This design comes from an exercise in tuning for small area, a short achievable clock period and few clock cycles per item on the open sky130 flow, not from production work. RTL that was checked went through simulation tests only; none was proved equivalent to the original. No driver is modelled on the clock port, so clock power and skew are understated where the tree is cut down; a real chip needs a root buffer or a tree. Power and IR drop assume default switching activity.

Design str_rebuild, start of the top module:
module str_rebuild (
  input         clk,
  input         rst,
  input         in_valid,
  output        in_ready,
  input  [31:0] in_data,
  input  [31:0] in_mask,
  output        out_valid,
  input         out_ready,
  output [1:0]  out_n,
  output [4:0]  out_role_a,
  output [31:0] out_data_a,
  output [4:0]  out_role_b,
  output [31:0] out_data_b
);
For scale: roughly 150 I/O pins, ~13,000 sq um of cells after synthesis.
export LEC_CHECK = 0
export ABC_AREA = 1
export CAP_MARGIN = 20
export CORE_MARGIN = 2
export CORE_UTILIZATION = 60
export CTS_CLUSTER_DIAMETER = 60
export CTS_CLUSTER_SIZE = 30
export PLACE_DENSITY = 0.75
export SETUP_SLACK_MARGIN = 5
export SLEW_MARGIN = 20
create_clock -name core_clock -period 8.0 [get_ports {clk}]
standard.sh (not shown) runs the stock make flow with config.mk's settings and CLKGATE_MAP_FILE= SYNTH_SCRIPT=/design/flow/synth_recipe.tcl, a recipe that flattens the netlist after the stock synthesis.
==> flow/flow/run.sh <==
#!/bin/bash
# Standard ORFS layout (the standard.sh) with three changes:
#  - the port buffers are buf_2 cells instead of the smallest buffer-like cell;
#  - the clock tree is built by flow/mtree.tcl (hooked in as PRE_CTS_TCL) in
#    place of TritonCTS: the clock port drives four clkbuf_16, one per
#    quadrant of the flip-flops, each driving four clkbuf_16, one per
#    sub-quadrant (every flip-flop is two equal buffers from the port);
#  - repair_timing aims at a 5.25 ns setup margin (a 2.75 ns period).
set -euo pipefail
export BUFFER_PORTS_ARGS="-buffer_cell sky130_fd_sc_hd__buf_2"
export PRE_CTS_TCL="$PWD/flow/mtree.tcl"
bash standard.sh SETUP_SLACK_MARGIN=5.25 finish > standard.log 2>&1
==> flow/flow/mtree.tcl <==
# Two-level clock tree: the clock port drives 4 clkbuf_16 (one per quadrant
# of the flip-flops), each of which drives 4 clkbuf_16 (one per sub-quadrant).
proc split2 {lst idx} {
  set s [lsort -integer -index $idx $lst]
  set n [llength $s]
  return [list [lrange $s 0 [expr {$n/2-1}]] [lrange $s [expr {$n/2}] end]]
}
proc quads {lst} {
  set out {}
  foreach h [split2 $lst 0] { foreach q [split2 $h 1] { lappend out $q } }
  return $out
}
proc centroid {lst} {
  set sx 0; set sy 0
  foreach e $lst { incr sx [lindex $e 0]; incr sy [lindex $e 1] }
  set n [llength $lst]
  return [list [expr {$sx/$n}] [expr {$sy/$n}]]
}
proc build_mtree {} {
  set block [ord::get_db_block]
  set clknet [$block findNet clk]
  set master [[ord::get_db] findMaster sky130_fd_sc_hd__clkbuf_16]
  set lst {}
  foreach it [$clknet getITerms] {
    if {[$it isInputSignal]} {
      set loc [[$it getInst] getLocation]
      lappend lst [list [lindex $loc 0] [lindex $loc 1] $it]
    }
  }
  puts "mtree: [llength $lst] clock sinks"
  set g 0
  foreach q [quads $lst] {
    set n1 [odb::dbNet_create $block "clknet_q$g"]
    $n1 setSigType CLOCK
    set b1 [odb::dbInst_create $block $master "clkbuf_q$g"]
    set l2locs {}
    set k 0
    foreach sq [quads $q] {
      set n2 [odb::dbNet_create $block "clknet_q${g}_$k"]
      $n2 setSigType CLOCK
      set b2 [odb::dbInst_create $block $master "clkbuf_q${g}_$k"]
      foreach e $sq { set it [lindex $e 2]; $it disconnect; $it connect $n2 }
      set c [centroid $sq]
      $b2 setLocation [lindex $c 0] [lindex $c 1]
      $b2 setPlacementStatus PLACED
      [$b2 findITerm A] connect $n1
      [$b2 findITerm X] connect $n2
      lappend l2locs [list [lindex $c 0] [lindex $c 1]]
      incr k
    }
    set c [centroid $l2locs]
    $b1 setLocation [lindex $c 0] [lindex $c 1]
    $b1 setPlacementStatus PLACED
    [$b1 findITerm A] connect $clknet
    [$b1 findITerm X] connect $n1
    incr g
  }
}

# Used as ORFS's PRE_CTS_TCL hook: build the tree above, then make the CTS
# step's clock_tree_synthesis call a no-op so the rest of the step (placement
# legalization, timing repair) runs on this tree.
build_mtree
proc clock_tree_synthesis {args} {
  puts "clock_tree_synthesis skipped: two-level clock tree built by mtree.tcl"
}
Testbench counts at the start, summed over its fixed seeds: cycles 61,648, columns 1,920.
Change:
--- a/flow/flow/run.sh
+++ b/flow/flow/run.sh
@@ -8 +8 @@
-#  - repair_timing aims at a 5.25 ns setup margin (a 2.75 ns period).
+#  - repair_timing aims at a 5.35 ns setup margin (a 2.65 ns period).
@@ -12 +12 @@
-bash standard.sh SETUP_SLACK_MARGIN=5.25 finish > standard.log 2>&1
+bash standard.sh SETUP_SLACK_MARGIN=5.35 finish > standard.log 2>&1
--- a/flow/flow/mtree.tcl
+++ b/flow/flow/mtree.tcl
@@ -2 +2 @@
-# of the flip-flops), each of which drives 4 clkbuf_16 (one per sub-quadrant).
+# of the flip-flops), each of which drives 4 clkbuf_8 (one per sub-quadrant).
@@ -22,0 +23 @@
+  set master2 [[ord::get_db] findMaster sky130_fd_sc_hd__clkbuf_8]
@@ -41 +42 @@
-      set b2 [odb::dbInst_create $block $master "clkbuf_q${g}_$k"]
+      set b2 [odb::dbInst_create $block $master2 "clkbuf_q${g}_$k"]
Effect: The new run completed without violations. Cell area hardly moves. Global-route usage fell by 0.93 points. Total power is lower by 6.0%. Hold slack improved by 12 ps. Synthesized area is unchanged. Critical path depth does not change. Wire length went down by 2.1%. Setup slack is better by 56 ps. Sequential power is about the same. Via count barely changes.
In every run of this note, the design's own scripts or RTL, not TritonCTS, make the clock network.

Another version of the RTL of str_rebuild (not shown whole).
Size: about 1,900 cells after synthesis, roughly 210 flip-flops, ~150 I/O pins, roughly 14,000 µm² of cells after synthesis.
export LEC_CHECK = 0
export ABC_AREA = 1
export CAP_MARGIN = 20
export CORE_MARGIN = 2
export CORE_UTILIZATION = 30
export CTS_CLUSTER_DIAMETER = 60
export CTS_CLUSTER_SIZE = 30
export PLACE_DENSITY = 0.5
export SETUP_SLACK_MARGIN = 5
export SLEW_MARGIN = 20
create_clock -name core_clock -period 8.0 [get_ports {clk}]
run.sh (not shown) runs the stock make flow with config.mk's settings and CLKGATE_MAP_FILE= SYNTH_SCRIPT=/design/flow/synth_recipe.tcl, a recipe that flattens the netlist after the stock synthesis.
Stock flow here: none of the scripts above is used.
Testbench counts at the start, summed over its fixed seeds: cycles 61,552, columns 1,920.
Rerun with:
==> flow/flow/run.sh (new file) <==
#!/bin/bash
# Standard ORFS layout (the standard.sh) with the port buffers placed as
# buf_2 cells, and repair_timing aiming at a 5.5 ns setup margin.
set -euo pipefail
export BUFFER_PORTS_ARGS="-buffer_cell sky130_fd_sc_hd__buf_2"
bash standard.sh SETUP_SLACK_MARGIN=5.5 finish > standard.log 2>&1
==> flow/standard.sh (new file) <==
#!/bin/bash
# synth_recipe.tcl (not shown) runs the flow's synth.tcl, then flattens the netlist and writes it again
# the make line also repeats each setting of config.mk as NAME=value (left out here)
make -C /OpenROAD-flow-scripts/flow DESIGN_CONFIG=/design/flow/config.mk WORK_HOME=/design/flow/orfs CLKGATE_MAP_FILE= SYNTH_SCRIPT=/design/flow/synth_recipe.tcl "${@:-finish}"
- CORE_UTILIZATION: 30 -> 50
- PLACE_DENSITY: 0.5 -> 0.65
removed: flow/run.sh
Result: Synthesized cell count is unchanged; combinational power went up by about 10%; cell area went up by about 3.6%; register-to-register slack improved by 20 ps; first-iteration DRC count went up by about 1.7%; die area went down by about 40%; worst setup slack improved by 110 ps.
Rerun with:
==> flow/run.sh (new file) <==
#!/bin/bash
# synth_recipe.tcl (not shown) runs the flow's synth.tcl, then flattens the netlist and writes it again
# the make line also repeats each setting of config.mk as NAME=value (left out here)
make -C /OpenROAD-flow-scripts/flow DESIGN_CONFIG=/design/flow/config.mk WORK_HOME=/design/flow/orfs CLKGATE_MAP_FILE= SYNTH_SCRIPT=/design/flow/synth_recipe.tcl finish
- CORE_UTILIZATION: 50 -> 30
- CTS_CLUSTER_DIAMETER: 60 -> not set
- CTS_CLUSTER_SIZE: 30 -> not set
- PLACE_DENSITY: 0.65 -> 0.5
- SETUP_SLACK_MARGIN: 5 -> 4.5
removed: flow/flow/run.sh
removed: flow/standard.sh
Effect: Synthesized cell count stays the same; flip-flop and latch count does not change; routed wire length drops slightly; non-clock buffer count goes down by 125; first-iteration DRC count shrinks by roughly a tenth; area after synthesis stays the same.
Rerun with:
==> flow/flow/run.sh (new file) <==
#!/bin/bash
# Standard ORFS layout (the standard.sh) with the port buffers placed as
# buf_2 cells instead of the smallest buffer-like cell.
set -euo pipefail
export BUFFER_PORTS_ARGS="-buffer_cell sky130_fd_sc_hd__buf_2"
bash standard.sh > standard.log 2>&1
==> flow/standard.sh (new file) <==
#!/bin/bash
# synth_recipe.tcl (not shown) runs the flow's synth.tcl, then flattens the netlist and writes it again
# the make line also repeats each setting of config.mk as NAME=value (left out here)
make -C /OpenROAD-flow-scripts/flow DESIGN_CONFIG=/design/flow/config.mk WORK_HOME=/design/flow/orfs CLKGATE_MAP_FILE= SYNTH_SCRIPT=/design/flow/synth_recipe.tcl "${@:-finish}"
- CORE_UTILIZATION: 30 -> 50
- CTS_CLUSTER_DIAMETER: not set -> 60
- CTS_CLUSTER_SIZE: not set -> 30
- PLACE_DENSITY: 0.5 -> 0.65
- SETUP_SLACK_MARGIN: 4.5 -> 5
removed: flow/run.sh
Outcome:
- The changed run produced a clean layout
- synthesized cell count stays the same
- power drops by 5.2%
- sequential power is about the same
- die area drops by 39%
- register-to-register slack gets better by 410 ps
Rerun with:
==> flow/run.sh (new file) <==
#!/bin/bash
# synth_recipe.tcl (not shown) runs the flow's synth.tcl, then flattens the netlist and writes it again
# the make line also repeats each setting of config.mk as NAME=value (left out here)
make -C /OpenROAD-flow-scripts/flow DESIGN_CONFIG=/design/flow/config.mk WORK_HOME=/design/flow/orfs CLKGATE_MAP_FILE= SYNTH_SCRIPT=/design/flow/synth_recipe.tcl finish
- CORE_UTILIZATION: 50 -> 30
- CTS_CLUSTER_DIAMETER: 60 -> not set
- CTS_CLUSTER_SIZE: 30 -> not set
- PLACE_DENSITY: 0.65 -> 0.5
removed: flow/flow/run.sh
removed: flow/standard.sh
The changed run completed without violations.
Power goes up by 13%.
Via count went up by about 0.7%.
Fmax went down by about 2%.
Final area went up by 12%.
Cell count goes up by about 12%.
Routed wire length grows by 16%.
Rerun with:
- CORE_UTILIZATION: 30 -> 50
- PLACE_DENSITY: 0.5 -> 0.65
Effect: The new run completed without violations. Count of clock-buffer cells in the layout decreases by 1. Cell area decreases by 3.5%. Power decreases by 3.6%. Final cell count decreases by 8.8%. Synthesized cell count does not change. Clock skew hardly moves. Worst setup slack gets worse by 15 ps. Fmax decreases by 0.49%. Via count increases by 2.4%.

Another version of the RTL of str_rebuild (not shown whole).
Size: about 150 I/O pins.
==> flow/design.v (excerpt) <==
module str_rebuild (
  input         clk,
  input         rst,
  input         in_valid,
  output        in_ready,
  input  [31:0] in_data,
  input  [31:0] in_mask,
  output        out_valid,
  input         out_ready,
  output [1:0]  out_n,
  output [4:0]  out_role_a,
  output [31:0] out_data_a,
  output [4:0]  out_role_b,
  output [31:0] out_data_b
);
  function [7:0] gf_mul(input [7:0] a, input [7:0] b);
    integer i;
    reg [7:0] p, t;
    begin
      p = 8'h00;
      t = a;
      for (i = 0; i < 8; i = i + 1) begin
        if (b[i]) p = p ^ t;
        t = {t[6:0], 1'b0} ^ (t[7] ? 8'h1D : 8'h00);
      end
      gf_mul = p;
    end
  endfunction
  function [7:0] gf_div2(input [7:0] a);
    gf_div2 = {1'b0, a[7:1]} ^ (a[0] ? 8'h8E : 8'h00);
  endfunction
  function [7:0] apow(input [4:0] k);
    case (k)
      5'd0: apow = 8'h01;
      5'd1: apow = 8'h02;
      5'd2: apow = 8'h04;
      5'd3: apow = 8'h08;
      5'd4: apow = 8'h10;
      5'd5: apow = 8'h20;
      5'd6: apow = 8'h40;
      5'd7: apow = 8'h80;
      5'd8: apow = 8'h1D;
      5'd9: apow = 8'h3A;
      5'd10: apow = 8'h74;
      5'd11: apow = 8'hE8;
      5'd12: apow = 8'hCD;
      5'd13: apow = 8'h87;
      5'd14: apow = 8'h13;
      5'd15: apow = 8'h26;
      5'd16: apow = 8'h4C;
      5'd17: apow = 8'h98;
      5'd18: apow = 8'h2D;
      5'd19: apow = 8'h5A;
      5'd20: apow = 8'hB4;
      5'd21: apow = 8'h75;
      5'd22: apow = 8'hEA;
      5'd23: apow = 8'hC9;
      5'd24: apow = 8'h8F;
      5'd25: apow = 8'h03;
      5'd26: apow = 8'h06;
      5'd27: apow = 8'h0C;
      5'd28: apow = 8'h18;
      5'd29: apow = 8'h30;
      5'd30: apow = 8'h60;
      5'd31: apow = 8'hC0;
    endcase
  endfunction
  function [7:0] ainv(input [4:0] k);
    case (k)
      5'd0: ainv = 8'h01;
      5'd1: ainv = 8'h8E;
      5'd2: ainv = 8'h47;
      5'd3: ainv = 8'hAD;
      5'd4: ainv = 8'hD8;
  ...
export LEC_CHECK = 0
export ABC_CLOCK_PERIOD_IN_PS = 2500
export CAP_MARGIN = 20
export CORE_MARGIN = 2
export CORE_UTILIZATION = 30
export PLACE_DENSITY = 0.5
export SETUP_SLACK_MARGIN = 5
export SLEW_MARGIN = 20
create_clock -name core_clock -period 8.0 [get_ports {clk}]
Stock flow here: none of the scripts above is used.
The starting point finished with timing, DRC and antenna clean.
Change:
ABC_CLOCK_PERIOD_IN_PS = default   (was 2500)
Result:
- The changed run finished clean
- utilization is unchanged
- worst setup slack is unchanged
- critical path depth does not change
- global-route usage stays the same
- clock power hardly moves
- clock skew is unchanged
- final area stays the same
No functional check of the RTL was part of any run of this note.

Another version of the RTL of str_rebuild (not shown whole).
Size: roughly 1,600 cells after synthesis, ~150 I/O pins, roughly 13,000 um^2 of cells after synthesis.
export LEC_CHECK = 0
export ABC_AREA = 1
export CAP_MARGIN = 20
export CORE_MARGIN = 2
export CORE_UTILIZATION = 60
export CTS_CLUSTER_DIAMETER = 60
export CTS_CLUSTER_SIZE = 30
export PLACE_DENSITY = 0.75
export SETUP_SLACK_MARGIN = 5
export SLEW_MARGIN = 20
create_clock -name core_clock -period 8.0 [get_ports {clk}]
standard.sh (not shown) runs the stock make flow with config.mk's settings and CLKGATE_MAP_FILE= SYNTH_SCRIPT=/design/flow/synth_recipe.tcl, a recipe that flattens the netlist after the stock synthesis.
==> flow/flow/run.sh <==
#!/bin/bash
# Standard ORFS layout (the standard.sh) with three changes:
#  - the port buffers are buf_2 cells instead of the smallest buffer-like cell;
#  - the clock tree is built by flow/mtree.tcl (hooked in as PRE_CTS_TCL) in
#    place of TritonCTS: the clock port drives four clkbuf_16, one per
#    quadrant of the flip-flops, each driving four clkbuf_8, one per
#    sub-quadrant (every flip-flop is two equal buffers from the port);
#  - repair_timing aims at a 5.35 ns setup margin (a 2.65 ns period).
set -euo pipefail
export BUFFER_PORTS_ARGS="-buffer_cell sky130_fd_sc_hd__buf_2"
export PRE_CTS_TCL="$PWD/flow/mtree.tcl"
bash standard.sh SETUP_SLACK_MARGIN=5.45 finish > standard.log 2>&1
Other scripts of this flow, unchanged in this note and not shown: flow/flow/mtree.tcl
Edit:
--- a/flow/flow/run.sh
+++ b/flow/flow/run.sh
@@ -11,2 +11,2 @@
 export PRE_CTS_TCL="$PWD/flow/mtree.tcl"
-bash standard.sh SETUP_SLACK_MARGIN=5.45 finish > standard.log 2>&1
+bash standard.sh SETUP_SLACK_MARGIN=5.35 finish > standard.log 2>&1
After rerunning:
- total power went down by 1.4%
- design area fell by 2.6%
- synthesized cell count stays the same
- maximum frequency shrinks by 1.5%
- cell count went down by 1.2%
- combinational power goes down by about 3%
- global-route usage goes down by 0.66 points
- routed wire length goes down by 2.4%
No run of this note included a check of the RTL's function; only the layout flow was run. In every run of this note, the design's own scripts or RTL, not TritonCTS, make the clock network.

the baseline:
Another version of the RTL of str_rebuild (not shown whole).
Size in the first run: about 220 flip-flops, roughly 13000 um^2 of cells after synthesis.
// str_rebuild
module str_rebuild (
  input         clk,
  input         rst,
  input         in_valid,
  output        in_ready,
  input  [31:0] in_data,
  input  [31:0] in_mask,
  output        out_valid,
  input         out_ready,
  output [1:0]  out_n,
  output [4:0]  out_role_a,
  output [31:0] out_data_a,
  output [4:0]  out_role_b,
  output [31:0] out_data_b
);
==> flow/config.mk <==
export PLATFORM = sky130hd
export DESIGN_NAME = str_rebuild
export DESIGN_NICKNAME = str_rebuild
export VERILOG_FILES = /design/flow/design.v
export SDC_FILE = /design/flow/constraint.sdc
export NUM_CORES = 4
export LEC_CHECK = 0
export ABC_AREA = 1
export CAP_MARGIN = 20
export CORE_MARGIN = 2
export CORE_UTILIZATION = 60
export PLACE_DENSITY = 0.75
export SETUP_SLACK_MARGIN = 5
export SLEW_MARGIN = 20
export TNS_END_PERCENT = 30
==> flow/constraint.sdc <==
create_clock -name core_clock -period 8.0 [get_ports {clk}]
set_input_delay 1.6000 -clock core_clock [delete_from_list [all_inputs] [get_ports {clk}]]
set_output_delay 1.6000 -clock core_clock [all_outputs]
set_load 0.01 [all_outputs]
==> flow/flow/run.sh <==
#!/bin/bash
# Standard ORFS layout (the standard.sh) with three changes: the port
# buffers are buf_2 cells instead of the smallest buffer-like cell, the clock
# tree is built without sink clustering (two clkbuf_16 levels), and
# repair_timing aims at a 5.25 ns setup margin (a 2.75 ns period).
set -euo pipefail
export BUFFER_PORTS_ARGS="-buffer_cell sky130_fd_sc_hd__buf_2"
export CTS_ARGS="-repair_clock_nets"
bash standard.sh SETUP_SLACK_MARGIN=5.25 finish > standard.log 2>&1
The baseline ended with every stage complete and zero timing, DRC or antenna violations.
Testbench counts of the baseline, summed over its fixed seeds: cycles 61,648, columns 1,920.
--- input diff the baseline..the candidate ---
Settings: swapping 60 for 70 in CORE_UTILIZATION; swapping 0.75 for 0.85 in PLACE_DENSITY; clearing TNS_END_PERCENT, which used to be 30.
## What came out
- The power in the clock group in the candidate sits about 0.4% above the value recorded for the baseline.
- The candidate vs. the baseline: number of global-route vias before repair went up by 532.
- The candidate | stages: all done | timing, DRC, antenna: all pass
- Compared with the baseline, the candidate is the more power-hungry design.
- The met3 routed wirelength in the candidate sits 28% above the value recorded for the baseline.
- [compare] base=the baseline new=the candidate: routed wire length saw an increase; relative max-transition margin saw a decrease.
- Re accumulated negative setup slack: no difference whatsoever between the baseline and the candidate.
- Cmp the baseline and the candidate / non-clock buffer count / higher: the baseline

what the ideal ports hide:
In the flow no input, the clock included, has a driving cell. The finished layouts below were timed again as built, in two steps. Step 1, drivers: a clkbuf_16 drives clk and a buf_2 each remaining input, both assumed. Step 2, shift: input delay + t, output delay - t, t = (earliest + latest rising clock arrival at the registers) / 2. This alone moves slack from input paths to output paths. Slacks: ideal ports / drivers / drivers and shift; pairs: ideal ports / drivers.
run | shift t [ns] | setup slack, ns | slew at the worst register clock pin (ns)
the first run of note 1 | 0.390 | 5.306 / 5.208 / 5.091 | 0.07 / 0.07
the second run of note 1 | 0.389 | 5.362 / 5.266 / 5.102 | 0.10 / 0.10
the first run of note 2 | 0.574 | 5.036 / 4.981 / 4.580 | 0.09 / 0.09
the second run of note 2 | 0.552 | 5.149 / 5.097 / 5.000 | 0.10 / 0.10
the third run of note 2 | 0.583 | 4.572 / 4.517 / 4.080 | 0.06 / 0.06
the fourth run of note 2 | 0.548 | 5.095 / 5.046 / 4.649 | 0.09 / 0.09
the fifth run of note 2 | 0.587 | 5.034 / 4.977 / 4.586 | 0.07 / 0.07
the sixth run of note 2 | 0.567 | 5.019 / 4.968 / 4.572 | 0.07 / 0.07
the first run of note 3 | 0.609 | 4.100 / 4.112 / 3.503 | 0.07 / 0.07
the second run of note 3 | 0.609 | 4.100 / 4.112 / 3.503 | 0.07 / 0.07
the first run of note 4 | 0.389 | 5.409 / 5.312 / 5.145 | 0.10 / 0.10
the second run of note 4 | 0.390 | 5.371 / 5.270 / 5.144 | 0.10 / 0.10
the baseline | 0.504 | 5.220 / 5.173 / 4.930 | 0.09 / 0.09
the candidate | 0.497 | 5.244 / 5.200 / 4.764 | 0.08 / 0.08
After both steps every run listed still meets setup and hold.
